Source: an optimization exercise on an open RTL-to-GDS flow (aim: small area, a short achievable clock period and few clock cycles). Production flows keep margins and buffers that such runs may drop. In this exercise RTL edits were held to simulation tests only and were not proved equivalent to the original. Power figures rest on the tool's default switching activity, not on a simulated workload.

==> design/flow/flow/run.sh <==
#!/bin/bash
# Layout flow: the standard ORFS flow (standard.sh: the unchanged standard
# synthesis, floorplan, power grid, placement, CTS and routing) with these
# changes to how the layout is made:
#  - timing repair aims below the clock period: repair_timing works on the
#    worst paths longer than 18 ns - SETUP_SLACK_MARGIN;
#  - ports get buf_2 buffers (repair resizes them where timing needs it);
set -euo pipefail
bash standard.sh \
  SETUP_SLACK_MARGIN=12.5 \
  TNS_END_PERCENT=5 \
  "BUFFER_PORTS_ARGS=-buffer_cell sky130_fd_sc_hd__buf_2" \
  "CTS_ARGS=-sink_clustering_enable -repair_clock_nets -sink_clustering_size 25 -sink_clustering_max_diameter 70 -dont_use_dummy_load" \
  finish > flow.log 2>&1
==> design/flow/standard.sh <==
#!/bin/bash
# synth_recipe.tcl (not shown) runs the flow's synth.tcl, then flattens the netlist and writes it again
# the make line also repeats each setting of config.mk as NAME=value (left out here)
make -C /OpenROAD-flow-scripts/flow DESIGN_CONFIG=/design/flow/config.mk WORK_HOME=/design/flow/orfs CLKGATE_MAP_FILE= SYNTH_SCRIPT=/design/flow/synth_recipe.tcl "${@:-finish}"
==> design/flow/config.mk <==
export PLATFORM = sky130hd
export DESIGN_NAME = crc_block
export DESIGN_NICKNAME = crc_block
export VERILOG_FILES = /design/flow/design.v
export SDC_FILE = /design/flow/constraint.sdc
export NUM_CORES = 8
export LEC_CHECK = 0
export CAP_MARGIN = 20
export CORE_MARGIN = 2
export CORE_UTILIZATION = 60
export PLACE_DENSITY = 0.7
export SLEW_MARGIN = 20
export SYNTH_HIERARCHICAL = 1
==> design/flow/constraint.sdc <==
create_clock -name core_clock -period 18.0 [get_ports {clk}]
set_input_delay 3.6000 -clock core_clock [delete_from_list [all_inputs] [get_ports {clk}]]
set_output_delay 3.6000 -clock core_clock [all_outputs]
set_load 0.01 [all_outputs]
==> design/flow/design.v <==
module crc_block (
    input  wire        clk,
    input  wire        rst,
    input  wire        reg_we,
    input  wire [9:0]  reg_waddr,
    input  wire [31:0] reg_wdata,
    input  wire        reg_re,
    input  wire [9:0]  reg_raddr,
    output wire [31:0] reg_rdata,
    input  wire        cmd_valid,
    input  wire        cmd_op,
    input  wire [3:0]  cmd_unit,
    output reg         cmd_ready,
    output reg         resp_valid,
    output reg  [7:0]  resp_status,
    input  wire        s_valid,
    output wire        s_ready,
    input  wire [7:0]  s_data,
    input  wire        s_first,
    input  wire        s_last,
    input  wire        s_dir,       
    input  wire [7:0]  s_svc,
    input  wire [15:0] s_peer,
    output reg         r_valid,
    output reg         r_hit,
    output reg  [3:0]  r_unit,
    output reg         r_ok,
    output reg  [10:0] r_len,
    output reg  [31:0] r_crc,
    output reg  [31:0] r_app
);
    localparam [7:0] ST_OK        = 8'h00;
    localparam [7:0] ST_BIND_DUP  = 8'h40;
    localparam [7:0] ST_CFG_RANGE = 8'h41;
    function [7:0] rev8(input [7:0] b);
        integer i;
        begin
            for (i = 0; i < 8; i = i + 1)
                rev8[i] = b[7-i];
        end
    endfunction
    function [31:0] rev32(input [31:0] v);
        integer i;
        begin
            for (i = 0; i < 32; i = i + 1)
                rev32[i] = v[31-i];
        end
    endfunction
    function [31:0] width_mask(input [5:0] w);
        integer i;
        begin
            for (i = 0; i < 32; i = i + 1)
                width_mask[i] = (i < w);
        end
    endfunction
    function [2:0] chk_bytes(input [5:0] w);
        begin
            if (w <= 6'd8)       chk_bytes = 3'd1;
            else if (w <= 6'd16) chk_bytes = 3'd2;
            else if (w <= 6'd24) chk_bytes = 3'd3;
            else                 chk_bytes = 3'd4;
        end
    endfunction
    function [31:0] crc8_al(input [31:0] crc, input [7:0] b, input [31:0] poly);
        reg [31:0] r;
        integer k;
        begin
            r = crc ^ {b, 24'd0};
            for (k = 0; k < 8; k = k + 1)
                r = r[31] ? ((r << 1) ^ poly) : (r << 1);
            crc8_al = r;
        end
    endfunction
    function [27:0] crc_amat(input [31:0] p);
        reg [63:0] a;
        reg        x;
        integer    k, i, j;
        begin
            a = 64'd0;
            for (k = 0; k < 8; k = k + 1) begin
                a[8*k + k] = 1'b1;
                for (i = 0; i < k; i = i + 1) begin
                    x = 1'b0;
                    for (j = i; j < k; j = j + 1)
                        x = x ^ (p[32-k+j] & a[8*j + i]);
                    a[8*k + i] = x;
                end
            end
            crc_amat = 28'd0;
            for (k = 1; k < 8; k = k + 1)
                for (i = 0; i < k; i = i + 1)
                    crc_amat[k*(k-1)/2 + i] = a[8*k + i];
        end
    endfunction
    function [31:0] crc8_mat(input [31:0] crc, input [7:0] b, input [31:0] poly, input [27:0] am);
        reg [31:0] r0;
        reg [7:0]  fb, t;
        reg [8:0]  terms;
        integer    k, i;
        begin
            r0 = crc ^ {b, 24'd0};
            for (k = 0; k < 8; k = k + 1) begin
                t = 8'd0;
                for (i = 0; i < k; i = i + 1)
                    t[i] = am[k*(k-1)/2 + i] & r0[31-i];
                t[k] = r0[31-k];
                fb[k] = ^t;
            end
            for (i = 0; i < 32; i = i + 1) begin
                terms = 9'd0;
                if (i >= 8)
                    terms[8] = r0[i-8];
                for (k = 0; k < 8; k = k + 1)
                    if (i - 7 + k >= 0 && i - 7 + k <= 31)
                        terms[k] = fb[k] & poly[i-7+k];
                crc8_mat[i] = ^terms;
            end
        end
    endfunction
    function [31:0] order_bytes(input [31:0] v, input [2:0] c, input order);
        reg [31:0] o;
        integer k;
        begin
            o = 32'd0;
            for (k = 0; k < 4; k = k + 1)
                if (k < c)
                    o[8*k +: 8] = order ? v[8*(c-1-k) +: 8] : v[8*k +: 8];
            order_bytes = o;
        end
    endfunction
    function bindable(input [7:0] svc);
        begin
            bindable = (svc >= 8'h11 && svc <= 8'h1E) ||
                       (svc >= 8'h20 && svc <= 8'h2F) ||
                       (svc >= 8'h31 && svc <= 8'h3F);
        end
    endfunction
    reg [16*6-1:0]  u_width;
    reg [15:0]      u_refin;
    reg [15:0]      u_refout;
    reg [15:0]      u_order;
    reg [15:0]      u_strip;
    reg [16*2-1:0]  u_mode;
    reg [16*32-1:0] u_poly;
    reg [16*32-1:0] u_init;
    reg [16*32-1:0] u_xorout;
    reg [16*8-1:0]  u_svc;
    reg [16*16-1:0] u_peer;
    reg [16*32-1:0] u_check;
    reg [16*32-1:0] u_good;
    reg [16*32-1:0] u_bad;
    reg [15:0]      en;
    reg [15:0]      err;
    reg        a_valid;
    reg [7:0]  a_data;
    reg        a_first;
    reg        a_last;
    reg        a_dir;
    reg [7:0]  a_svc;      
    reg [15:0] a_peer;
    reg        l_valid;
    reg [7:0]  l_data;
    reg        l_first;
    reg        l_last;
    reg        l_dir;
    reg        l_hit;
    reg [3:0]  l_unit;
    reg [5:0]  p_width;
    reg [31:0] p_poly;
    reg [31:0] p_init;
    reg [31:0] p_xorout;
    reg        p_refin;
    reg        p_refout;
    reg        p_order;
    reg        p_strip;
    reg        p_dir;
    reg        p_hit;
    reg        p_cmd;
    reg [3:0]  p_unit;
    reg        b_valid;
    reg [7:0]  b_data;
    reg        b_first;
    reg        b_last;
    reg [31:0] f_poly;
    reg [27:0] f_am;        
    reg [31:0] f_init;
    reg [31:0] f_xm;        
    reg [2:0]  f_c;
    reg [3:0]  f_coh;       
    reg [4:0]  f_s;         
    reg        f_refin;
    reg        f_refout;
    reg        f_order;
    reg        f_strip;
    reg        f_dir;
    reg        f_hit;
    reg        f_cmd;
    reg [3:0]  f_unit;
    reg        c_valid;
    reg [7:0]  c_data;
    reg        c_first;
    reg        c_last;
    reg [31:0] run_crc;
    reg [10:0] run_n;
    reg [31:0] run_hist;    
    reg        run_fed;     
    reg        e_eg_ok;     
    reg        e_in_ok;     
    reg        q_valid;
    reg [31:0] q_xm;
    reg [2:0]  q_c;
    reg [3:0]  q_coh;
    reg [4:0]  q_s;
    reg        q_refout;
    reg        q_order;
    reg        q_strip;
    reg        q_dir;
    reg        q_hit;
    reg        q_cmd;
    reg [3:0]  q_unit;
    reg [31:0] g_good;
    reg [31:0] g_bad;
    localparam [2:0] C_IDLE = 3'd0, C_DIS = 3'd1, C_CHK1 = 3'd2, C_CHK2 = 3'd3,
                     C_RUN = 3'd4, C_WAIT = 3'd5, C_RESP = 3'd6;
    reg [2:0]  c_state;
    reg [3:0]  c_unit;
    reg [3:0]  c_idx;
    reg [1:0]  c_mode;
    reg [7:0]  c_status;
    assign s_ready = 1'b1;
    reg        rst_q;
    always @(posedge clk)
        rst_q <= rst;
    reg [15:0] lk_spec, lk_wild, dup_v;
    integer    ui;
    always @(*) begin
        for (ui = 0; ui < 16; ui = ui + 1) begin
            lk_spec[ui] = en[ui] && u_mode[2*ui + a_dir] && u_svc[8*ui +: 8] == a_svc &&
                          u_peer[16*ui +: 16] != 16'hFFFF && u_peer[16*ui +: 16] == a_peer;
            lk_wild[ui] = en[ui] && u_mode[2*ui + a_dir] && u_svc[8*ui +: 8] == a_svc &&
                          u_peer[16*ui +: 16] == 16'hFFFF;
            dup_v[ui]   = en[ui] && (c_unit != ui) && u_svc[8*ui +: 8] == a_svc &&
                          u_peer[16*ui +: 16] == a_peer && (u_mode[2*ui +: 2] & c_mode) != 2'b00;
        end
    end
    function [3:0] lowest(input [15:0] v);
        integer i;
        begin
            lowest = 4'd0;
            for (i = 15; i >= 0; i = i - 1)
                if (v[i]) lowest = i[3:0];
        end
    endfunction
    wire       lk_hit  = (|lk_spec) || (|lk_wild);
    wire [3:0] lk_unit = (|lk_spec) ? lowest(lk_spec) : lowest(lk_wild);
    wire [2:0]  rd_reg  = reg_raddr[4:2];
    wire        cmd_fetch = (c_state == C_CHK1);
    wire        cmd_sel   = (c_state == C_CHK1) || (c_state == C_CHK2) || (c_state == C_RUN);
    wire        use_cfg   = l_valid || cmd_sel;
    wire [3:0]  cfg_unit  = cmd_sel ? c_unit : l_unit;
    wire        use_cnt   = c_valid && c_last;
    wire [15:0] sel_cfg, sel_poly, sel_init, sel_xo, sel_bind, sel_chk, sel_good, sel_bad;
    crc_block_rdec rdec (
        .raddr(reg_raddr[9:2]), .en(en),
        .hold_cfg(use_cfg), .eng_cfg({cfg_unit[3], ~cfg_unit[3], cfg_unit[2:0]}),
        .hold_cnt(use_cnt), .eng_cnt({f_unit[3], ~f_unit[3], f_unit[2:0]}),
        .s_cfg(sel_cfg), .s_poly(sel_poly), .s_init(sel_init), .s_xo(sel_xo), .s_bind(sel_bind),
        .s_chk(sel_chk), .s_good(sel_good), .s_bad(sel_bad)
    );
    reg [16*12-1:0] u_cfgw;
    always @(*)
        for (ui = 0; ui < 16; ui = ui + 1)
            u_cfgw[12*ui +: 12] = {u_mode[2*ui +: 2], u_strip[ui], u_order[ui], u_refout[ui],
                                   u_refin[ui], u_width[6*ui +: 6]};
    reg [16*24-1:0] u_bindw;
    always @(*)
        for (ui = 0; ui < 16; ui = ui + 1)
            u_bindw[24*ui +: 24] = {u_peer[16*ui +: 16], u_svc[8*ui +: 8]};
    wire [11:0] m_cfgw;
    wire [23:0] m_bindw;
    wire [31:0] m_poly, m_init, m_xorout, m_check, m_good, m_bad;
    crc_block_sel16 #(.W(12)) mx_cfg  (.sel(sel_cfg),  .d(u_cfgw),   .q(m_cfgw));
    crc_block_sel16 #(.W(32)) mx_poly (.sel(sel_poly), .d(u_poly),   .q(m_poly));
    crc_block_sel16 #(.W(32)) mx_init (.sel(sel_init), .d(u_init),   .q(m_init));
    crc_block_sel16 #(.W(32)) mx_xo   (.sel(sel_xo),   .d(u_xorout), .q(m_xorout));
    crc_block_sel16 #(.W(24)) mx_bind (.sel(sel_bind), .d(u_bindw),  .q(m_bindw));
    crc_block_sel16 #(.W(32)) mx_chk  (.sel(sel_chk),  .d(u_check),  .q(m_check));
    crc_block_sel16 #(.W(32)) mx_good (.sel(sel_good), .d(u_good),   .q(m_good));
    crc_block_sel16 #(.W(32)) mx_bad  (.sel(sel_bad),  .d(u_bad),    .q(m_bad));
    wire [5:0]  m_width  = m_cfgw[5:0];
    wire        m_refin  = m_cfgw[6];
    wire        m_refout = m_cfgw[7];
    wire        m_order  = m_cfgw[8];
    wire        m_strip  = m_cfgw[9];
    wire [1:0]  m_mode   = m_cfgw[11:10];
    wire [7:0]  m_svc    = m_bindw[7:0];
    wire [15:0] m_peer   = m_bindw[23:8];
    wire [31:0] rdata_a = ((reg_raddr[9:2] == 8'h00) ? {16'd0, en}  : 32'd0) |
                          ((reg_raddr[9:2] == 8'h01) ? {16'd0, err} : 32'd0) |
                          {18'd0, m_mode, m_strip, m_order, m_refout, m_refin, 2'd0, m_width} |
                          m_poly | m_init | m_xorout | {m_peer, 8'd0, m_svc};
    wire [31:0] rdata_b = m_check | m_good | m_bad;
    reg  [31:0] rd_a_n, rd_b_n;    
    always @(posedge clk) begin
        rd_a_n <= ~rdata_a;
        rd_b_n <= rst_q ? 32'hFFFF_FFFF : ~rdata_b;
    end
    assign reg_rdata = ~(rd_a_n & rd_b_n);
    wire [63:0] p_poly_w = {p_poly, 32'd0} >> p_width;
    wire [63:0] p_init_w = {p_init, 32'd0} >> p_width;
    wire [31:0] crc_in   = c_first ? f_init : run_crc;
    wire [10:0] n_in     = c_first ? 11'd0 : run_n;
    wire [31:0] hist_in  = c_first ? 32'd0 : run_hist;
    wire        feed     = !f_dir || (!c_first && run_fed);
    wire [7:0]  hist_c   = ({8{f_coh[0]}} & run_hist[7:0])   | ({8{f_coh[1]}} & run_hist[15:8]) |
                           ({8{f_coh[2]}} & run_hist[23:16]) | ({8{f_coh[3]}} & run_hist[31:24]);
    wire [7:0]  feed_b   = f_dir ? hist_c : c_data;
    wire [7:0]  feed_r   = f_refin ? rev8(feed_b) : feed_b;
    wire [31:0] crc_next = feed ? crc8_mat(crc_in, feed_r, f_poly, f_am) : crc_in;
    wire [10:0] n_next   = n_in + 11'd1;
    wire [31:0] hist_next = {hist_in[23:0], c_data};
    wire        e_eg_n  = (n_next >= 11'd4) && (n_next <= 11'd1484 - {8'd0, f_c});
    wire        e_in_n  = (n_next >= {8'd0, f_c} + 11'd4);
    wire [31:0] fin_u   = q_refout ? rev32(run_crc) : (run_crc >> q_s);
    wire [31:0] fin_chk = fin_u ^ q_xm;
    function [31:0] rev_c(input [31:0] v, input [3:0] coh);
        begin
            rev_c[7:0]   = ({8{coh[0]}} & v[7:0])  | ({8{coh[1]}} & v[15:8]) |
                           ({8{coh[2]}} & v[23:16]) | ({8{coh[3]}} & v[31:24]);
            rev_c[15:8]  = ({8{coh[1]}} & v[7:0])  | ({8{coh[2]}} & v[15:8]) |
                           ({8{coh[3]}} & v[23:16]);
            rev_c[23:16] = ({8{coh[2]}} & v[7:0])  | ({8{coh[3]}} & v[15:8]);
            rev_c[31:24] = ({8{coh[3]}} & v[7:0]);
        end
    endfunction
    wire [31:0] fin_app = q_order ? rev_c(fin_chk, q_coh) : fin_chk;
    wire [31:0] fin_hc  = run_hist & {{8{q_coh[3]}}, {8{q_coh[3] | q_coh[2]}}, {8{!q_coh[0]}}, 8'hFF};
    wire [31:0] fin_rx  = q_order ? fin_hc : rev_c(run_hist, q_coh);
    wire        fin_ok  = !q_hit || (q_dir ? (e_in_ok && (fin_rx == fin_chk)) : e_eg_ok);
    reg  [10:0] fin_len;
    always @(*) begin
        if (!q_hit)
            fin_len = run_n;
        else if (!q_dir)
            fin_len = fin_ok ? run_n + {8'd0, q_c} : run_n;
        else
            fin_len = (fin_ok && q_strip) ? run_n - {8'd0, q_c} : run_n;
    end
    wire        res_now  = q_valid && !q_cmd;
    wire        good_now = res_now && q_hit && fin_ok;
    wire        bad_now  = res_now && q_hit && !fin_ok && q_dir;
    wire        chk_now  = q_valid && q_cmd;
    wire [31:0] good_inc = g_good + 32'd1;
    wire [31:0] bad_inc  = g_bad + 32'd1;
    wire [2:0]  wr_reg  = reg_waddr[4:2];
    wire        wr_cfg  = rst || (reg_we && (wr_reg == 3'd0));
    wire        wr_poly = rst || (reg_we && (wr_reg == 3'd1));
    wire        wr_init = rst || (reg_we && (wr_reg == 3'd2));
    wire        wr_xo   = rst || (reg_we && (wr_reg == 3'd3));
    wire        wr_bind = rst || (reg_we && (wr_reg == 3'd4));
    wire        up_chk  = rst_q || chk_now;
    wire        up_good = rst_q || good_now;
    wire        up_bad  = rst_q || bad_now;
    wire [13:0] d_cfg   = rst ? 14'b00_1_0_1_1_00_100000 : reg_wdata[13:0];
    wire [31:0] d_poly  = rst ? 32'h1EDC_6F41 : reg_wdata;
    wire [31:0] d_init  = rst ? 32'hFFFF_FFFF : reg_wdata;
    wire [31:0] d_xo    = rst ? 32'hFFFF_FFFF : reg_wdata;
    wire [31:0] d_bind  = rst ? 32'hFFFF_0000 : reg_wdata;
    wire [31:0] d_check = rst_q ? 32'd0 : fin_chk;
    wire [31:0] d_good  = rst_q ? 32'd0 : good_inc;
    wire [31:0] d_bad   = rst_q ? 32'd0 : bad_inc;
    genvar g;
    generate
        for (g = 0; g < 16; g = g + 1) begin : unit
            wire wsel = rst || ((reg_waddr[9:5] == 5'd8 + g) && !en[g]);
            wire usel = rst_q || (q_unit == g);
            always @(posedge clk) begin
                if (wr_cfg && wsel) begin
                    u_width[6*g +: 6] <= d_cfg[5:0];
                    u_refin[g]        <= d_cfg[8];
                    u_refout[g]       <= d_cfg[9];
                    u_order[g]        <= d_cfg[10];
                    u_strip[g]        <= d_cfg[11];
                    u_mode[2*g +: 2]  <= d_cfg[13:12];
                end
                if (wr_poly && wsel)
                    u_poly[32*g +: 32] <= d_poly;
                if (wr_init && wsel)
                    u_init[32*g +: 32] <= d_init;
                if (wr_xo && wsel)
                    u_xorout[32*g +: 32] <= d_xo;
                if (wr_bind && wsel) begin
                    u_svc[8*g +: 8]    <= d_bind[7:0];
                    u_peer[16*g +: 16] <= d_bind[31:16];
                end
                if (up_chk && usel)
                    u_check[32*g +: 32] <= d_check;
                if (up_good && usel)
                    u_good[32*g +: 32] <= d_good;
                if (up_bad && usel)
                    u_bad[32*g +: 32] <= d_bad;
            end
        end
    endgenerate
    wire c_inj = (c_state == C_RUN);
    always @(posedge clk) begin
        if (rst) begin
            en         <= 16'd0;
            err        <= 16'd0;
            c_state    <= C_IDLE;
            cmd_ready  <= 1'b1;
            resp_valid <= 1'b0;
            a_valid    <= 1'b0;
            l_valid    <= 1'b0;
            b_valid    <= 1'b0;
            c_valid    <= 1'b0;
            q_valid    <= 1'b0;
            r_valid    <= 1'b0;
        end else begin
            if (reg_we && reg_waddr[9:2] == 8'h01)
                err <= (err | ({15'd0, bad_now} << q_unit)) & ~reg_wdata[15:0];
            else if (bad_now)
                err[q_unit] <= 1'b1;
            resp_valid <= 1'b0;
            case (c_state)
                C_IDLE: begin
                    if (cmd_valid) begin
                        c_unit    <= cmd_unit;
                        c_state   <= cmd_op ? C_DIS : C_CHK1;
                        cmd_ready <= 1'b0;
                    end
                end
                C_DIS: begin
                    en[c_unit] <= 1'b0;
                    c_status   <= ST_OK;
                    c_state    <= C_RESP;
                end
                C_CHK1: begin
                    c_mode  <= m_mode;
                    c_state <= C_CHK2;
                end
                C_CHK2: begin
                    if ((p_width < 6'd8) || (p_width > 6'd32) || !bindable(a_svc) || (c_mode == 2'b00)) begin
                        c_status <= ST_CFG_RANGE;
                        c_state  <= C_RESP;
                    end else if (|dup_v) begin
                        c_status <= ST_BIND_DUP;
                        c_state  <= C_RESP;
                    end else begin
                        en[c_unit] <= 1'b1;
                        c_idx      <= 4'd0;
                        c_state    <= C_RUN;
                    end
                end
                C_RUN: begin
                    c_idx <= c_idx + 4'd1;
                    if (c_idx == 4'd8)
                        c_state <= C_WAIT;
                end
                C_WAIT: begin
                    if (chk_now) begin
                        resp_valid  <= 1'b1;
                        resp_status <= ST_OK;
                        c_state     <= C_IDLE;
                        cmd_ready   <= 1'b1;
                    end
                end
                default: begin    
                    resp_valid  <= 1'b1;
                    resp_status <= c_status;
                    c_state     <= C_IDLE;
                    cmd_ready   <= 1'b1;
                end
            endcase
            a_valid <= s_valid;
            l_valid <= a_valid;
            b_valid <= l_valid || c_inj;
            c_valid <= b_valid;
            q_valid <= c_valid && c_last;
            r_valid <= res_now;
        end
        a_data  <= s_data;
        a_first <= s_first;
        a_last  <= s_last;
        a_dir   <= s_dir;
        a_svc   <= cmd_fetch ? m_svc : s_svc;
        a_peer  <= cmd_fetch ? m_peer : s_peer;
        l_data  <= a_data;
        l_first <= a_first;
        l_last  <= a_last;
        l_dir   <= a_dir;
        l_hit   <= lk_hit;
        l_unit  <= lk_unit;
        if (c_inj) begin
            b_data  <= 8'h31 + {4'd0, c_idx};
            b_first <= (c_idx == 4'd0);
            b_last  <= (c_idx == 4'd8);
        end else begin
            b_data  <= l_data;
            b_first <= l_first;
            b_last  <= l_last;
        end
        p_width  <= m_width;
        p_poly   <= m_poly;
        p_init   <= m_init;
        p_xorout <= m_xorout;
        p_refin  <= m_refin;
        p_refout <= m_refout;
        p_order  <= m_order;
        p_strip  <= m_strip;
        p_dir    <= cmd_sel ? 1'b0 : l_dir;
        p_hit    <= cmd_sel ? 1'b1 : l_hit;
        p_cmd    <= cmd_sel;
        p_unit   <= cfg_unit;
        c_data  <= b_data;
        c_first <= b_first;
        c_last  <= b_last;
        if (b_valid && b_first) begin
            f_poly   <= p_poly_w[31:0];
            f_am     <= crc_amat(p_poly_w[31:0]);
            f_init   <= p_init_w[31:0];
            f_xm     <= p_xorout & width_mask(p_width);
            f_c      <= chk_bytes(p_width);
            f_coh    <= 4'd1 << (chk_bytes(p_width) - 3'd1);
            f_s      <= 5'd0 - p_width[4:0];
            f_refin  <= p_refin;
            f_refout <= p_refout;
            f_order  <= p_order;
            f_strip  <= p_strip;
            f_dir    <= p_dir;
            f_hit    <= p_hit;
            f_cmd    <= p_cmd;
            f_unit   <= p_unit;
        end
        if (c_valid) begin
            run_crc  <= crc_next;
            run_n    <= n_next;
            run_hist <= hist_next;
            run_fed  <= (n_next >= {8'd0, f_c});
        end
        e_eg_ok <= e_eg_n;
        e_in_ok <= e_in_n;
        q_xm     <= f_xm;
        q_c      <= f_c;
        q_coh    <= f_coh;
        q_s      <= f_s;
        q_refout <= f_refout;
        q_order  <= f_order;
        q_strip  <= f_strip;
        q_dir    <= f_dir;
        q_hit    <= f_hit;
        q_cmd    <= f_cmd;
        q_unit   <= f_unit;
        g_good <= (good_now && q_unit == f_unit) ? good_inc : m_good;
        g_bad  <= (bad_now && q_unit == f_unit) ? bad_inc : m_bad;
        r_hit  <= q_hit;
        r_unit <= q_hit ? q_unit : 4'd0;
        r_ok   <= fin_ok;
        r_len  <= fin_len;
        r_crc  <= q_hit ? fin_chk : 32'd0;
        r_app  <= (q_hit && !q_dir) ? fin_app : 32'd0;
    end
endmodule
module crc_block_rdec (
    input  wire [9:2]  raddr,
    input  wire [15:0] en,
    input  wire        hold_cfg,
    input  wire [4:0]  eng_cfg,     
    input  wire        hold_cnt,
    input  wire [4:0]  eng_cnt,
    output wire [15:0] s_cfg,
    output wire [15:0] s_poly,
    output wire [15:0] s_init,
    output wire [15:0] s_xo,
    output wire [15:0] s_bind,
    output wire [15:0] s_chk,
    output wire [15:0] s_good,
    output wire [15:0] s_bad
);
    wire [1:0] hi_r, hi_c, hi_n;    
    wire [7:0] lo_r, lo_c, lo_n;
    crc_block_udec ud_r (.a(raddr[9:5]), .e(5'd0),    .hold(1'b0),     .hi_n(hi_r), .lo_n(lo_r));
    crc_block_udec ud_c (.a(raddr[9:5]), .e(eng_cfg), .hold(hold_cfg), .hi_n(hi_c), .lo_n(lo_c));
    crc_block_udec ud_n (.a(raddr[9:5]), .e(eng_cnt), .hold(hold_cnt), .hi_n(hi_n), .lo_n(lo_n));
    wire [2:0] r, r_n;
    wire [7:0] rg_n;
    wire [15:0] en_n;
    genvar i, u;
    generate
        for (i = 0; i < 3; i = i + 1) begin : rlit
            crc_block_g_inv g_n (.a(raddr[2+i]), .y(r_n[i]));
            crc_block_g_inv g_p (.a(r_n[i]), .y(r[i]));
        end
        for (i = 0; i < 8; i = i + 1) begin : rdec
            if (i == 5) begin : chk
                crc_block_g_nand3 g (.a(i[0] ? r[0] : r_n[0]), .b(i[1] ? r[1] : r_n[1]),
                                     .c(i[2] ? r[2] : r_n[2]), .y(rg_n[i]));
            end else begin : held
                crc_block_g_a31oi g (.a1(i[0] ? r[0] : r_n[0]), .a2(i[1] ? r[1] : r_n[1]),
                                     .a3(i[2] ? r[2] : r_n[2]), .b1(i < 5 ? hold_cfg : hold_cnt),
                                     .y(rg_n[i]));
            end
        end
        for (u = 0; u < 16; u = u + 1) begin : sel
            crc_block_g_inv  g_en (.a(en[u]), .y(en_n[u]));
            crc_block_g_nor3 g0 (.a(hi_c[u/8]), .b(lo_c[u%8]), .c(rg_n[0]), .y(s_cfg[u]));
            crc_block_g_nor3 g1 (.a(hi_c[u/8]), .b(lo_c[u%8]), .c(rg_n[1]), .y(s_poly[u]));
            crc_block_g_nor3 g2 (.a(hi_c[u/8]), .b(lo_c[u%8]), .c(rg_n[2]), .y(s_init[u]));
            crc_block_g_nor3 g3 (.a(hi_c[u/8]), .b(lo_c[u%8]), .c(rg_n[3]), .y(s_xo[u]));
            crc_block_g_nor3 g4 (.a(hi_c[u/8]), .b(lo_c[u%8]), .c(rg_n[4]), .y(s_bind[u]));
            crc_block_g_nor4 g5 (.a(hi_r[u/8]), .b(lo_r[u%8]), .c(rg_n[5]), .d(en_n[u]), .y(s_chk[u]));
            crc_block_g_nor3 g6 (.a(hi_n[u/8]), .b(lo_n[u%8]), .c(rg_n[6]), .y(s_good[u]));
            crc_block_g_nor3 g7 (.a(hi_n[u/8]), .b(lo_n[u%8]), .c(rg_n[7]), .y(s_bad[u]));
        end
    endgenerate
endmodule
module crc_block_udec (
    input  wire [4:0] a,
    input  wire [4:0] e,
    input  wire       hold,
    output wire [1:0] hi_n,    
    output wire [7:0] lo_n     
);
    wire [4:0] p, n;
    genvar i;
    generate
        for (i = 0; i < 5; i = i + 1) begin : lit
            crc_block_g_mux2i g_n (.a0(a[i]), .a1(e[i]), .s(hold), .y(n[i]));
            crc_block_g_inv   g_p (.a(n[i]), .y(p[i]));
        end
        crc_block_g_nand2 g_h0 (.a(n[4]), .b(p[3]), .y(hi_n[0]));
        crc_block_g_nand2 g_h1 (.a(p[4]), .b(n[3]), .y(hi_n[1]));
        for (i = 0; i < 8; i = i + 1) begin : lo
            crc_block_g_nand3 g (.a(i[0] ? p[0] : n[0]), .b(i[1] ? p[1] : n[1]),
                                 .c(i[2] ? p[2] : n[2]), .y(lo_n[i]));
        end
    endgenerate
endmodule
module crc_block_g_inv (input wire a, output wire y);
    assign y = ~a;
endmodule
module crc_block_g_mux2i (input wire a0, input wire a1, input wire s, output wire y);
    assign y = ~(s ? a1 : a0);
endmodule
module crc_block_g_nand2 (input wire a, input wire b, output wire y);
    assign y = ~(a & b);
endmodule
module crc_block_g_nand3 (input wire a, input wire b, input wire c, output wire y);
    assign y = ~(a & b & c);
endmodule
module crc_block_g_a31oi (input wire a1, input wire a2, input wire a3, input wire b1, output wire y);
    assign y = ~((a1 & a2 & a3) | b1);
endmodule
module crc_block_g_nor3 (input wire a, input wire b, input wire c, output wire y);
    assign y = ~(a | b | c);
endmodule
module crc_block_g_nor4 (input wire a, input wire b, input wire c, input wire d, output wire y);
    assign y = ~(a | b | c | d);
endmodule
module crc_block_sel16 #(
    parameter W = 32
) (
    input  wire [15:0]     sel,
    input  wire [16*W-1:0] d,
    output reg  [W-1:0]    q
);
    integer u;
    always @(*) begin
        q = {W{1'b0}};
        for (u = 0; u < 16; u = u + 1)
            q = q | (d[W*u +: W] & {W{sel[u]}});
    end
endmodule
==> results of run 1 <==
==> kinds of logic after synthesis <==
kind of cell               synth area share, %
AOI/OAI and AO/OA                        12.25
xor gates and xnor gates                 4.031
adders and majority gates               0.3067
buffers and inverters                    2.581
DFF                                      71.41
muxes                                    2.590
other                                 0.006388
and+or+nand+nor                          6.824
==> metrics by stage <==
| stage | instance area (um2) | hold WS (ns) |
|---|---|---|
| 2_1_floorplan | 177200 | 0.3096 |
| 3_3_place_gp | 183200 | 0.3161 |
| 3_5_place_dp | 183200 | 0.3147 |
| 4_1_cts | 193500 | 0.2619 |
| 5_1_grt | 196200 | 0.2893 |
| 6_report | 196300 | 0.2513 |
==> cell usage after synthesis, drive strengths merged (65+ instances only) <==
cell type	n
nor2	465
o22ai	83
xor2	338
and2	65
edfxtp	3863
mux2i	199
mux2	84
xnor2	457
nand4	357
a221oi	923
clkbuf	408
or2	74
inv	113
nand3	110
nor3	193
nor2b	95
o21ai	200
a21oi	203
nor4	140
a22o	921
dfxtp	493
mux4	72
buf	273
a22oi	86
nand2	665
==> modules after synthesis (local to each module, per instance), excerpt <==
module | cells | cell area, um2 | times used
crc_block_g_inv | 1 | 3.754 | 37
crc_block_g_nor4 | 1 | 12.51 | 16
crc_block | 8718 | 154400 | 1
crc_block_g_nand3 | 1 | 5.005 | 25
crc_block_g_mux2i | 1 | 10.01 | 15
crc_block_g_a31oi | 1 | 6.256 | 7
crc_block_g_nand2 | 1 | 3.754 | 6
crc_block_rdec | 1 | 3.754 | 1
crc_block_g_nor3 | 1 | 10.01 | 112
==> per-layer routing <==
metal | track usage, % | vias to the layer above
met5 | 0 | -
met4 | 20.73 | 14
met3 | 8.720 | 1328
met2 | 55.41 | 8574
met1 | 51.19 | 57590
li1 | - | 46380
==> worst min path at each step <==
stage	depth (start not counted)	start	endpoint	slack, ns
after CTS	0	f_xm[27]$_DFFE_PP_	q_xm[27]$_DFF_P_	0.26
after global routing	0	f_xm[27]$_DFFE_PP_	q_xm[27]$_DFF_P_	0.29
after floorplan	0	b_data[0]$_DFF_P_	c_data[0]$_DFF_P_	0.31
final	0	f_xm[27]$_DFFE_PP_	q_xm[27]$_DFF_P_	0.25
after detailed placement	0	a_data[0]$_DFF_P_	l_data[0]$_DFF_P_	0.31
after global placement	0	b_last$_DFF_P_	c_last$_DFF_P_	0.32
==> area by class of cell <==
cell class,instances,area (um2)
sequential,4356,125900
fill,19740,96780
timing repair buffer,976,9064
inverter,120,488.0
multi-input combinational,6198,50330
antenna,35,87.58
tap,3919,4903
clock buffer,220,5505
==> timing repair <==
action	in CTS	in global routing
pin swaps	137	86
resized for setup	321	288
buffers inserted	284	97
cloned	25	13
setup endpoints to repair	1841	936
==> sequential cells by signal (all words and copies together), names as in the netlist, 96 cells and up, named ones only <==
signal and cells:
u_peer 256, u_check 512, u_xorout 512, u_svc 128, u_poly 512, u_bad 512, u_init 512, u_good 512
u_width 96
==> layout by cell type, fill, tap and decap left out, types with 91 or more instances in the layout <==
cell type	instances
a21oi_1	185
a221oi_1	711
a221oi_2	178
a22o_1	901
buf_12	98
buf_2	204
buf_4	536
buf_6	94
clkbuf_16	231
dfxtp_1	477
edfxtp_1	3863
inv_1	98
mux2i_1	187
nand2_1	659
nand3_1	91
nand4_1	357
nor2_1	364
nor3_4	108
nor4_1	112
o21ai_0	165
xnor2_1	452
xor2_1	331
==> where the power goes <==
part / switching [uW] / internal, uW
clock: 2990 / 2170
sequential: 421 / 11700
combinational: 2730 / 1510
==> worst max-delay path: stages <==
cell	delay (ns)
buf_4	0.14
clkinvlp_4	0.13
buf_4	0.18
a31oi_4	0.18
buf_12	0.18
bufbuf_16	0.31
nor3_4	0.05
buf_8	0.20
a221oi_1	0.36
nand4_1	0.63
nor4_1	0.52
==> metrics.yaml, run 1 <==
sta:
  worstMarginPinSlew_ns: 1.245
  skew_ns: 0.1486
  finalHoldViolations: 0
  fin_crit_sh_pct: 31.84
  fmax_mhz: 174.5
  finalSetupViolations: 0
  drv_slew: 0
  post-route-min-period_ns: 5.731
  rsz0062_at_grt: "yes"
  fin_setup_tns_ns: 0
  setup_slack_ns: 12.27
  relSlewSlack_pct: 16.82
global_routing:
  grt_use_total_pct: 37.31
  grt_max_degree: 117
  gr-total-overflow: 0
  grt_pass1_wl_mm: 791.8
  grt_antenna_before_repair: 41
  first_global_vias: 106200
clocking:
  root_buffer: "clkbuf_16"
  cts_tree: "built"
  cts.sinks: 4356
  htree_levels: 4
  cts_buffers: 220
  path_clk_slew_ns: 0.10
  clk_latency_ns: 0.97
  clockBufferDepth: 4
  ctsHoldBuffers: 0
layout:
  syn2layout_area_growth_pct: 11.35
  final_util_pct: 66.98
  fin_nets: 12010
  stdcell_count: 15820
  layout-drive-gt1-share_pct: 18.01
floorplan:
  dieArea_um2: 298100
  io_pins: 223
  die_w_um: 546.0
  rows: 199
  start_util_pct: 60.15
  core_area_um2: 293100
  die_height_um: 546.0
power_and_ir_drop:
  total_leakage_power_uw: 0.06590
  ir_drop_v: 0.0001048
  total_power_uw: 21530
  powerDensity_nw_per_um2: 109.7
routing:
  drtIter0Drc: 18800
  antenna_left: 0
  dr.pass1.iters: 10
  vias_per_cell: 7.197
  met2_length_mm: 256.3
  vias: 113900
  routedWlPerCell_um: 36.43
  drt-total-wl_mm: 576.4
  wl_met3_mm: 75.34
  top_layer: "met5"
  wl_met1_mm: 207.4
  drc_errors: 0
logic_synthesis:
  yosysSeqAreaShare_pct: 71.41
  netlist_instances: 11330
  postSynthAreaPerCell_um2: 15.56
  ys.flop_type: "edfxtp_1"
  synthTopCellsByArea: "edfxtp_1 (66%), dfxtp_1 (5.6%), a221oi_1 (4.5%)"
  synth_top_area_share_pct: 65.81
  yosysWarnings: 10
  synth_top_area_cell: "edfxtp_1"
  syn-cell-area_um2: 176300
  ys_types: 106
  synthArstFlopShare_pct: 0
  ys_seq_elements: 4356
  synth_edf_count: 3863
run_status:
  outcome: "finished clean"
setup_path:
  endpoint: "rd_a_n[25]$_DFF_P_"
  r2r-end: "u_bad[224]$_DFFE_PP_"
  worstSetupPathType: "in2reg"
  cp-startpoint: "reg_raddr[3]"
  rr_startpoint: "q_s[1]$_DFF_P_"
  cp.required_ns: 18.86
  worst-path-max-fanout: 32
  rrSetupSlack_ns: 12.45
  cp-start-kind: "primary input"
  rr_worst_depth: 16
  cp-end-kind: "flop"
  worst_ep_arrival_time_ns: 6.59
placement:
  dp_cells: 15150
  pre_cts_slack_ns: 9.892
  port_buffers: 210
  dp_hpwl_mm: 351.7
  gp_congestion: 0.9690
hold_path:
  min_path_type: "reg2reg"
job:
  cap_violations: 0
Testbench counts, summed over its fixed seeds: cycles 65,467.
==> run 2, diff against run 1 <==
--- a/design/flow/design.v
+++ b/design/flow/design.v
@@ -295,17 +295,17 @@
     wire [1:0]  m_mode   = m_cfgw[11:10];
     wire [7:0]  m_svc    = m_bindw[7:0];
     wire [15:0] m_peer   = m_bindw[23:8];
-    wire [31:0] rdata_a = ((reg_raddr[9:2] == 8'h00) ? {16'd0, en}  : 32'd0) |
-                          ((reg_raddr[9:2] == 8'h01) ? {16'd0, err} : 32'd0) |
-                          {18'd0, m_mode, m_strip, m_order, m_refout, m_refin, 2'd0, m_width} |
-                          m_poly | m_init | m_xorout | {m_peer, 8'd0, m_svc};
-    wire [31:0] rdata_b = m_check | m_good | m_bad;
-    reg  [31:0] rd_a_n, rd_b_n;    
+    wire [31:0] st_w  = ((reg_raddr[9:2] == 8'h00) ? {16'd0, en}  : 32'd0) |
+                        ((reg_raddr[9:2] == 8'h01) ? {16'd0, err} : 32'd0);
+    wire [31:0] cfg_w = {18'd0, m_mode, m_strip, m_order, m_refout, m_refin, 2'd0, m_width};
+    reg  [31:0] rd_1_n, rd_2_n, rd_3_n, rd_4_n;
     always @(posedge clk) begin
-        rd_a_n <= ~rdata_a;
-        rd_b_n <= rst_q ? 32'hFFFF_FFFF : ~rdata_b;
+        rd_1_n <= ~(st_w | cfg_w | m_poly);
+        rd_2_n <= ~(m_init | m_xorout | {m_peer, 8'd0, m_svc});
+        rd_3_n <= rst_q ? 32'hFFFF_FFFF : ~(m_check | m_good);
+        rd_4_n <= rst_q ? 32'hFFFF_FFFF : ~m_bad;
     end
-    assign reg_rdata = ~(rd_a_n & rd_b_n);
+    assign reg_rdata = ~(rd_1_n & rd_2_n & rd_3_n & rd_4_n);
     wire [63:0] p_poly_w = {p_poly, 32'd0} >> p_width;
     wire [63:0] p_init_w = {p_init, 32'd0} >> p_width;
     wire [31:0] crc_in   = c_first ? f_init : run_crc;
==> run 2 against run 1 <==
Non-clock buffer count fell by 292. Sequential share of layout area rose by 2.0 points. Global-route usage rose by 0.35 points. Clock power rose by 1%. Count of clock-buffer cells in the layout rose by 1. Clock skew fell by 0.0078 ns. Synthesized cell count rose by 0.43%. Largest cell class unchanged.
==> metrics.yaml, run 2 <==
setup_path:
  critPathSlowestCell: "dfxtp_1"
  worst_ep_arrival_time_ns: 2.71
  rr_startpoint: "q_refout$_DFF_P_"
  worst-path-max-fanout: 2
  cp.required_ns: 14.40
  cp-start-kind: "flop"
  cp_cell_sequence: "nand4_1 -> buf_2"
  worstSetupPathType: "reg2out"
  max_stage_delay_ns: 0.79
  r2r-end: "u_bad[484]$_DFFE_PP_"
  rr_worst_depth: 11
  cp-end-kind: "output pin"
  rrSetupSlack_ns: 12.37
routing:
  vias: 111800
  dr.pass1.iters: 9
  drtIter0Drc: 18210
  top_layer: "met5"
  drc_errors: 0
  antenna_left: 0
  vias_per_cell: 7.163
  drt-total-wl_mm: 579.2
  routedWlPerCell_um: 37.11
  met2_length_mm: 255.2
  wl_met3_mm: 71.36
  wl_met1_mm: 213.1
floorplan:
  die_w_um: 548.6
  rows: 199
  die_height_um: 548.6
  io_pins: 223
  core_area_um2: 294600
  dieArea_um2: 300900
  start_util_pct: 60.41
logic_synthesis:
  ys.flop_type: "edfxtp_1"
  synth_top_area_share_pct: 65.19
  syn-cell-area_um2: 177900
  synthTopCellsByArea: "edfxtp_1 (65%), dfxtp_1 (6.3%), a221oi_1 (4.4%)"
  synth_edf_count: 3863
  yosysSeqAreaShare_pct: 71.46
  yosysWarnings: 10
  synth_top_area_cell: "edfxtp_1"
  ys_types: 98
  netlist_instances: 11370
  postSynthAreaPerCell_um2: 15.64
  synthTopCellsByCount: "edfxtp_1 (3,863), a221oi_1 (902), a22o_1 (902)"
  synth_most_common_cell: "edfxtp_1"
  ys_seq_elements: 4420
  synthArstFlopShare_pct: 0
layout:
  syn2layout_area_growth_pct: 8.063
  mostFrequentLayoutCells: "edfxtp_1 (3,863), a22o_1 (902), a221oi_1 (866), nand2_1 (565), dfxtp_1 (542)"
  final_common_cell: "edfxtp_1"
  layout-drive-gt1-share_pct: 13.75
  fin_nets: 11750
  fillerInstances: 20410
  stdcell_count: 15610
clocking:
  cts_tree: "built"
  clockBufferDepth: 4
  cts_buffers: 221
  clk_latency_ns: 0.99
  htree_levels: 4
  cts.sinks: 4420
  root_buffer: "clkbuf_16"
  ctsHoldBuffers: 0
  path_clk_slew_ns: 0.10
global_routing:
  grt_use_total_pct: 37.66
  grt_max_degree: 85
  gr-total-overflow: 0
  grt_antenna_before_repair: 80
  grt_pass1_wl_mm: 797.1
  first_global_vias: 103400
job:
  cap_violations: 0
sta:
  skew_ns: 0.1409
  relSlewSlack_pct: 17.44
  worstMarginPinSlew_ns: 1.234
  finalSetupViolations: 0
  fmax_mhz: 158.4
  fin_crit_sh_pct: 35.07
  finalHoldViolations: 0
  post-route-min-period_ns: 6.313
  fin_setup_tns_ns: 0
  drv_slew: 0
  rsz0062_at_grt: "yes"
hold_path:
  min_path_type: "reg2reg"
  min_to: "q_xm[1]$_DFF_P_"
  holdPathStages: 0
  worstHoldStart: "f_xm[1]$_DFFE_PP_"
placement:
  dp_hpwl_mm: 367.4
  dp_cells: 15200
  gp_congestion: 0.9911
  port_buffers: 210
power_and_ir_drop:
  total_leakage_power_uw: 0.06456
  powerDensity_nw_per_um2: 109.4
  ir_drop_v: 0.00008788
run_status:
  outcome: "finished clean"
run 2: cells by family (layout without fill, tap and decap cells):
group / count (synthesis) / after routing / synth area share [%]
muxes: 369 / 369 / 2.592
and+or+nand+nor: 2199 / 2201 / 6.573
buffers and inverters: 837 / 1051 / 2.587
adders and majority gates: 42 / 42 / 0.3038
DFF: 4420 / 4420 / 71.46
xor gates and xnor gates: 815 / 815 / 4.137
other: 3 / 102 / 0.006328
AOI/OAI and AO/OA: 2689 / 2690 / 12.34
run 2: repair_timing:
item                                     CTS  global route
resized for setup                        145            61
pin swaps                                 42             8
cloned                                     7             1
setup buffers                             65            24
endpoints found under the setup margin  1906          1248
run 2: stage by stage:
stage | cell area [um2] | setup slack [ns] | hold WS, ns | power [uW] | utilization [%]
floorplan | 178500 | 12.13 | 0.3096 | 14230 | -
global placement | 184300 | 9.665 | 0.3150 | 15730 | 62.57
detailed placement | 184400 | 9.708 | 0.3132 | 15810 | 62.59
CTS | 191400 | 11.70 | 0.2917 | 20930 | 64.99
global route | 192200 | 11.80 | 0.3054 | 21510 | 65.25
finish | 192300 | 11.69 | 0.3205 | 21030 | 65.28
run 2: metal layers:
layer | up-vias | track usage (%)
met5 | - | 0
met4 | 30 | 21.72
met3 | 1276 | 8.791
met2 | 7961 | 55.45
met1 | 56590 | 51.84
li1 | 45960 | -
run 2: worst max path at each step:
stage / start / to
5_1_grt: reg_raddr[7] / a_svc[0]$_DFF_P_
3_5_place_dp: reg_raddr[9] / rd_2_n[19]$_DFF_P_
2_1_floorplan: rst / u_xorout[192]$_DFFE_PP_
6_report: rd_4_n[0]$_SDFF_PP1_ / reg_rdata[0]
4_1_cts: rd_4_n[4]$_SDFF_PP1_ / reg_rdata[4]
3_3_place_gp: reg_raddr[9] / rd_2_n[16]$_DFF_P_
run 2: where the power goes:
part	leakage [uW]	internal, uW	switching (uW)
Combinational	0.0205	1100	2440
Sequential	0.0414	11900	427
Clock	0.00272	2180	3030
Total	0.0646	15100	5890
run 2: critical path, delay by kind of cell (launching register included):
kind                   cells  cell delay (ns)
buffers and inverters      1             0.34
and+or+nand+nor            1             0.59
DFF                        1             0.79
run 2: cell type report:
class	instances	area [um2]	share of cell area, %
clock buffers	221	5530	2.876
diodes	85	212.7	0.1106
repair buffers	684	5175	2.691
repair inverters	1	5.005	0.002603
well taps	3919	4903	2.550
flip-flops and latches	4420	127200	66.15
inverters	145	569.3	0.2961
multi-input cells	6134	48700	25.33
run 2: per-module statistics from Yosys (local to each module, per instance), excerpt:
module             copies in the design  flops+latches  cell area [um2]
crc_block_g_nand3                    25              0            5.005
crc_block_g_a31oi                     7              0            6.256
crc_block_g_nand2                     6              0            3.754
crc_block_g_nor3                    112              0            10.01
crc_block_g_inv                      37              0            3.754
crc_block_g_mux2i                    15              0            10.01
crc_block_g_nor4                     16              0            12.51
crc_block                             1           4420           156000
crc_block_rdec                        1              0            3.754
Testbench counts of run 2, summed over its fixed seeds: cycles 65,467.
==> run 3, diff against run 2 <==
--- a/design/flow/design.v
+++ b/design/flow/design.v
@@ -276,17 +276,24 @@
     always @(*)
         for (ui = 0; ui < 16; ui = ui + 1)
             u_bindw[24*ui +: 24] = {u_peer[16*ui +: 16], u_svc[8*ui +: 8]};
-    wire [11:0] m_cfgw;
-    wire [23:0] m_bindw;
-    wire [31:0] m_poly, m_init, m_xorout, m_check, m_good, m_bad;
-    crc_block_sel16 #(.W(12)) mx_cfg  (.sel(sel_cfg),  .d(u_cfgw),   .q(m_cfgw));
-    crc_block_sel16 #(.W(32)) mx_poly (.sel(sel_poly), .d(u_poly),   .q(m_poly));
-    crc_block_sel16 #(.W(32)) mx_init (.sel(sel_init), .d(u_init),   .q(m_init));
-    crc_block_sel16 #(.W(32)) mx_xo   (.sel(sel_xo),   .d(u_xorout), .q(m_xorout));
-    crc_block_sel16 #(.W(24)) mx_bind (.sel(sel_bind), .d(u_bindw),  .q(m_bindw));
-    crc_block_sel16 #(.W(32)) mx_chk  (.sel(sel_chk),  .d(u_check),  .q(m_check));
-    crc_block_sel16 #(.W(32)) mx_good (.sel(sel_good), .d(u_good),   .q(m_good));
-    crc_block_sel16 #(.W(32)) mx_bad  (.sel(sel_bad),  .d(u_bad),    .q(m_bad));
+    wire [11:0] m_cfgw_n;
+    wire [23:0] m_bindw_n;
+    wire [31:0] m_poly_n, m_init_n, m_xorout_n, m_check_n, m_good_n, m_bad_n;
+    crc_block_sel16 #(.W(12)) mx_cfg  (.sel(sel_cfg),  .d(u_cfgw),   .q_n(m_cfgw_n));
+    crc_block_sel16 #(.W(32)) mx_poly (.sel(sel_poly), .d(u_poly),   .q_n(m_poly_n));
+    crc_block_sel16 #(.W(32)) mx_init (.sel(sel_init), .d(u_init),   .q_n(m_init_n));
+    crc_block_sel16 #(.W(32)) mx_xo   (.sel(sel_xo),   .d(u_xorout), .q_n(m_xorout_n));
+    crc_block_sel16 #(.W(24)) mx_bind (.sel(sel_bind), .d(u_bindw),  .q_n(m_bindw_n));
+    crc_block_sel16 #(.W(32)) mx_chk  (.sel(sel_chk),  .d(u_check),  .q_n(m_check_n));
+    crc_block_sel16 #(.W(32)) mx_good (.sel(sel_good), .d(u_good),   .q_n(m_good_n));
+    crc_block_sel16 #(.W(32)) mx_bad  (.sel(sel_bad),  .d(u_bad),    .q_n(m_bad_n));
+    wire [11:0] m_cfgw   = ~m_cfgw_n;
+    wire [23:0] m_bindw  = ~m_bindw_n;
+    wire [31:0] m_poly   = ~m_poly_n;
+    wire [31:0] m_init   = ~m_init_n;
+    wire [31:0] m_xorout = ~m_xorout_n;
+    wire [31:0] m_good   = ~m_good_n;
+    wire [31:0] m_bad    = ~m_bad_n;
     wire [5:0]  m_width  = m_cfgw[5:0];
     wire        m_refin  = m_cfgw[6];
     wire        m_refout = m_cfgw[7];
@@ -295,17 +302,21 @@
     wire [1:0]  m_mode   = m_cfgw[11:10];
     wire [7:0]  m_svc    = m_bindw[7:0];
     wire [15:0] m_peer   = m_bindw[23:8];
-    wire [31:0] st_w  = ((reg_raddr[9:2] == 8'h00) ? {16'd0, en}  : 32'd0) |
-                        ((reg_raddr[9:2] == 8'h01) ? {16'd0, err} : 32'd0);
-    wire [31:0] cfg_w = {18'd0, m_mode, m_strip, m_order, m_refout, m_refin, 2'd0, m_width};
-    reg  [31:0] rd_1_n, rd_2_n, rd_3_n, rd_4_n;
+    wire [31:0] cfg_n  = {18'h3FFFF, m_cfgw_n[11:6], 2'b11, m_cfgw_n[5:0]};
+    wire [31:0] bind_n = {m_bindw_n[23:8], 8'hFF, m_bindw_n[7:0]};
+    wire [31:0] st_n   = ~(((reg_raddr[9:2] == 8'h00) ? {16'd0, en}  : 32'd0) |
+                           ((reg_raddr[9:2] == 8'h01) ? {16'd0, err} : 32'd0));
+    reg  [31:0] rd_a_n, rd_b_n;    
+    wire [31:0] rdata_a_n, rdata_b_n;
+    crc_block_and7 #(.W(32)) rd_a_and (.a(cfg_n), .b(m_poly_n), .c(m_init_n), .d(m_xorout_n),
+                                       .e(bind_n), .f(st_n), .g(32'hFFFF_FFFF), .y(rdata_a_n));
+    crc_block_and3or #(.W(32)) rd_b_and (.a(m_check_n), .b(m_good_n), .c(m_bad_n), .o(rst_q),
+                                         .y(rdata_b_n));
     always @(posedge clk) begin
-        rd_1_n <= ~(st_w | cfg_w | m_poly);
-        rd_2_n <= ~(m_init | m_xorout | {m_peer, 8'd0, m_svc});
-        rd_3_n <= rst_q ? 32'hFFFF_FFFF : ~(m_check | m_good);
-        rd_4_n <= rst_q ? 32'hFFFF_FFFF : ~m_bad;
+        rd_a_n <= rdata_a_n;
+        rd_b_n <= rdata_b_n;
     end
-    assign reg_rdata = ~(rd_1_n & rd_2_n & rd_3_n & rd_4_n);
+    assign reg_rdata = ~(rd_a_n & rd_b_n);
     wire [63:0] p_poly_w = {p_poly, 32'd0} >> p_width;
     wire [63:0] p_init_w = {p_init, 32'd0} >> p_width;
     wire [31:0] crc_in   = c_first ? f_init : run_crc;
@@ -662,12 +673,54 @@
 ) (
     input  wire [15:0]     sel,
     input  wire [16*W-1:0] d,
-    output reg  [W-1:0]    q
+    output wire [W-1:0]    q_n
 );
+    reg [W-1:0] q;
     integer u;
     always @(*) begin
         q = {W{1'b0}};
         for (u = 0; u < 16; u = u + 1)
             q = q | (d[W*u +: W] & {W{sel[u]}});
     end
+    assign q_n = ~q;
+endmodule
+module crc_block_and7 #(
+    parameter W = 32
+) (
+    input  wire [W-1:0] a, b, c, d, e, f, g,
+    output wire [W-1:0] y
+);
+    genvar i;
+    generate
+        for (i = 0; i < W; i = i + 1) begin : ab
+            wire t0, t1;
+            crc_block_g_nand4 g0 (.a(a[i]), .b(b[i]), .c(c[i]), .d(d[i]), .y(t0));
+            crc_block_g_nand3 g1 (.a(e[i]), .b(f[i]), .c(g[i]), .y(t1));
+            crc_block_g_nor2  g2 (.a(t0), .b(t1), .y(y[i]));
+        end
+    endgenerate
+endmodule
+module crc_block_and3or #(
+    parameter W = 32
+) (
+    input  wire [W-1:0] a, b, c,
+    input  wire         o,
+    output wire [W-1:0] y
+);
+    wire o_n;
+    crc_block_g_inv g_o (.a(o), .y(o_n));
+    genvar i;
+    generate
+        for (i = 0; i < W; i = i + 1) begin : ab
+            wire t;
+            crc_block_g_nand3 g0 (.a(a[i]), .b(b[i]), .c(c[i]), .y(t));
+            crc_block_g_nand2 g1 (.a(t), .b(o_n), .y(y[i]));
+        end
+    endgenerate
+endmodule
+module crc_block_g_nand4 (input wire a, input wire b, input wire c, input wire d, output wire y);
+    assign y = ~(a & b & c & d);
+endmodule
+module crc_block_g_nor2 (input wire a, input wire b, output wire y);
+    assign y = ~(a | b);
 endmodule
--- a/design/flow/config.mk
+++ b/design/flow/config.mk
@@ -5,9 +5,9 @@
 export SDC_FILE = /design/flow/constraint.sdc
 export NUM_CORES = 8
 export LEC_CHECK = 0
-export CAP_MARGIN = 20
+export CAP_MARGIN = 30
 export CORE_MARGIN = 2
 export CORE_UTILIZATION = 60
 export PLACE_DENSITY = 0.7
-export SLEW_MARGIN = 20
+export SLEW_MARGIN = 45
 export SYNTH_HIERARCHICAL = 1
==> run 3 against run 2 <==
Still clean. Global-route usage increased by 0.12 points. Flip-flop and latch count decreased by 64. Hold slack got worse by 0.017 ns. Synthesized cell count increased by 1.1%. Via count about the same. Utilization increased by 0.51 points. Cell count increased by 0.84%. First-iteration DRC count decreased by 13%. Worst setup slack improved by 0.57 ns. Routed wire length increased by 0.17%.
==> metrics.yaml, run 3 <==
run_status:
  outcome: "finished clean"
power_and_ir_drop:
  total_leakage_power_uw: 0.06525
  power.share.sequential_pct: 56.3
  p_sw_uw: 6158
  ir_drop_v: 0.0001149
  powerDensity_nw_per_um2: 111.2
  p_int_uw: 15400
  switching_share_pct: 28.57
  clkPwrFrac_pct: 23.6
  power_frac_comb_pct: 20.2
  total_power_uw: 21560
global_routing:
  grt_use_total_pct: 37.78
  first_global_vias: 105300
  grt_pass1_wl_mm: 799.4
  grt_max_degree: 93
  grt_antenna_before_repair: 48
  gr-total-overflow: 0
sta:
  worstMarginPinSlew_ns: 0.9090
  finalHoldViolations: 0
  finalSetupViolations: 0
  rsz0062_at_grt: "yes"
  relSlewSlack_pct: 39.27
  fin_crit_sh_pct: 31.93
  skew_ns: 0.1637
  fin_setup_tns_ns: 0
  fmax_mhz: 174.0
  post-route-min-period_ns: 5.747
  drv_slew: 0
routing:
  vias: 111700
  routedWlPerCell_um: 36.86
  drt-total-wl_mm: 580.2
  dr.pass1.iters: 8
  drc_errors: 0
  antenna_left: 0
  vias_per_cell: 7.100
  drtIter0Drc: 15800
logic_synthesis:
  synthTopCellsByCount: "edfxtp_1 (3,863), a22o_1 (926), a221oi_1 (910)"
  synth-simple-area-share_pct: 7.168
  ys_seq_elements: 4356
  synthArstFlopShare_pct: 0
  synth_top_area_cell: "edfxtp_1"
  synth_fa_ha_area_share_pct: 0.3108
  synth_top_area_share_pct: 65.20
  synth_compound_area_share_pct: 12.04
  synth_most_common_cell: "edfxtp_1"
  syn-cell-area_um2: 177900
  synthMuxAreaShare_pct: 2.909
  ys.flop_type: "edfxtp_1"
  postSynthAreaPerCell_um2: 15.48
  ys_types: 106
  synth_edf_count: 3863
  yosysSeqAreaShare_pct: 70.75
  synthTopCellsByArea: "edfxtp_1 (65%), dfxtp_1 (5.5%), a22o_1 (4.6%)"
  netlist_instances: 11490
  synth_top_family_by_area: "compound AO/OA/AOI/OAI gates"
  synth_xor_area_share_pct: 4.030
  yosysWarnings: 10
setup_path:
  cp-start-kind: "flop"
  cp_cell_sequence: "nand2_1 -> buf_2"
  cp-end-kind: "output pin"
  rrSetupSlack_ns: 12.44
  worst_ep_arrival_time_ns: 2.15
  crit_family: "flip-flops"
  max_stage_delay_ns: 0.79
  cp-startpoint: "rd_a_n[20]$_DFF_P_"
  critPathSlowestCell: "dfxtp_1"
  worstSetupPathType: "reg2out"
  path_buf_inv: 1
  worst-path-max-fanout: 2
  cp.required_ns: 14.40
  rr_startpoint: "q_s[0]$_DFF_P_"
job:
  cap_violations: 0
clocking:
  cts_tree: "built"
  htree_levels: 4
  root_buffer: "clkbuf_16"
  clk_latency_ns: 0.97
  cts_buffers: 215
  path_clk_slew_ns: 0.09
  clockBufferDepth: 4
  cts.sinks: 4356
  ctsHoldBuffers: 0
layout:
  final_util_pct: 65.79
  final_common_cell: "edfxtp_1"
  layout-drive-gt1-share_pct: 15.22
  fin_nets: 11940
  syn2layout_area_growth_pct: 8.916
  mostFrequentLayoutCells: "edfxtp_1 (3,863), a22o_1 (926), a221oi_1 (865), nand2_1 (654), dfxtp_1 (477)"
floorplan:
  io_pins: 223
  die_height_um: 548.5
  start_util_pct: 60.40
  die_w_um: 548.5
  core_area_um2: 294600
  dieArea_um2: 300900
  rows: 199
placement:
  port_buffers: 210
  gp_congestion: 0.9834
  dp_hpwl_mm: 371.3
hold_path:
  worstHoldStart: "f_xm[3]$_DFFE_PP_"
  min_path_type: "reg2reg"
==> run 3: cell types whose count changed after synthesis, sizes merged, moves of 43 or more <==
| cell | previous run | this run |
|---|---|---|
| nand4 | 383 | 162 |
| and4 | 5 | 235 |
| nand2 | 572 | 665 |
| xnor2 | 423 | 371 |
| mux2 | 114 | 71 |
| inv | 141 | 215 |
| mux2i | 202 | 292 |
| dfxtp | 557 | 493 |
| nor2 | 421 | 515 |
| nand3 | 109 | 162 |
==> run 3: power groups by stage <==
stage / Clock (uW) / Sequential (uW) / Combinational (uW)
floorplan: 0 / 12200 / 2650
global placement: 0 / 12300 / 3990
detailed placement: 0 / 12300 / 4110
CTS: 5110 / 12100 / 4230
global route: 5430 / 12200 / 4540
finish: 5080 / 12100 / 4350
==> run 3: final timing paths <==
check | end | cells past startpoint
min reg2reg | q_xm[3]$_DFF_P_ | 0
max | reg_rdata[20] | 2
max reg2reg | u_good[319]$_DFFE_PP_ | 16
min | q_xm[3]$_DFF_P_ | 0
==> run 3: area by class of cell <==
cell class / count / area (um2)
well taps: 3919 / 4903
flip-flops and latches: 4356 / 125900
inverters: 221 / 867.1
fillers: 20320 / 100800
clock buffers: 215 / 5380
repair buffers: 686 / 5627
multi-input cells: 6323 / 51050
diodes: 20 / 50.05
==> run 3: timing repair <==
action	CTS	global route
buffers inserted	53	3
setup endpoints to repair	1304	711
cloned	4	2
gates resized for setup	282	84
hold endpoints to repair	0	0
pin swaps	34	4
==> run 3: metrics by stage <==
step | worst slack (ns) | hold WS, ns | instances | instance area [um2]
5_1_grt | 12.26 | 0.3076 | 15720 | 193700
3_5_place_dp | 10.12 | 0.3121 | 15440 | 186000
6_report | 12.25 | 0.3033 | 15740 | 193800
3_3_place_gp | 10.05 | 0.3115 | 15410 | 184800
4_1_cts | 12.30 | 0.2936 | 15710 | 193000
2_1_floorplan | 12.04 | 0.3096 | 11580 | 178800
==> run 3: cell families (layout without fill, tap and decap cells) <==
| logic type | Yosys count | in the layout |
|---|---|---|
| flip-flops | 4356 | 4356 |
| AO/OA/AOI/OAI | 2601 | 2601 |
| AND/OR/NAND/NOR | 2357 | 2361 |
| buffers and inverters | 909 | 1122 |
| XOR/XNOR | 798 | 798 |
| multiplexers | 427 | 427 |
| adder cells (fa/ha/maj) | 43 | 43 |
| other | 3 | 113 |
==> run 3: modules after synthesis (local to each module, per instance), excerpt <==
module             flops+latches  cells inside  times used
crc_block_g_nor2               0             1          32
crc_block_g_a31oi              0             1           7
crc_block_g_mux2i              0             1          15
crc_block_g_inv                0             1          38
crc_block_g_nor3               0             1         112
crc_block_rdec                 0             1           1
crc_block_g_nand2              0             1          38
crc_block                   4356          8726           1
crc_block_g_nor4               0             1          16
crc_block_g_nand4              0             1          32
crc_block_g_nand3              0             1          89
==> run 3: routing by layer <==
layer	vias to the layer above	track usage, %	share of wire [%]
met3	1324	8.005	11
met2	7107	59.49	46
li1	46300	-	-
met1	56980	49.48	36
met4	34	20.63	6.6
met5	-	0	0.037
Testbench counts of run 3, summed over its fixed seeds: cycles 65,467.

[re-timing with driven ports]
In the flow no input, the clock included, has a driving cell. The finished layouts below were timed again as built, in two steps. Step 1, drivers: a clkbuf_16 drives clk and a buf_2 each remaining input, both assumed. Step 2, shift: input delay + t, output delay - t, t = (earliest + latest rising clock arrival at the registers) / 2. This alone moves slack from input paths to output paths. a / b / c = ideal ports / drivers / drivers and shift; a / b = the first two.
run	shift t [ns]	setup slack, ns	worst hold slack (ns)	slew at the worst register clock pin (ns)	worst slew at a driven data input, ns
run 1	1.018	12.269 / 12.212 / 11.208	0.251 / 0.251 / 0.251	0.11 / 0.11	0.26
run 2	1.036	11.687 / 11.573 / 10.833	0.321 / 0.321 / 0.321	0.10 / 0.10	0.29
run 3	0.992	12.253 / 12.152 / 11.313	0.303 / 0.303 / 0.303	0.10 / 0.10	0.17
After both steps every run listed still meets setup and hold. For run 1, which loses most, drivers alone change the setup slack by -0.057 ns; drivers and shift together by -1.061 ns.
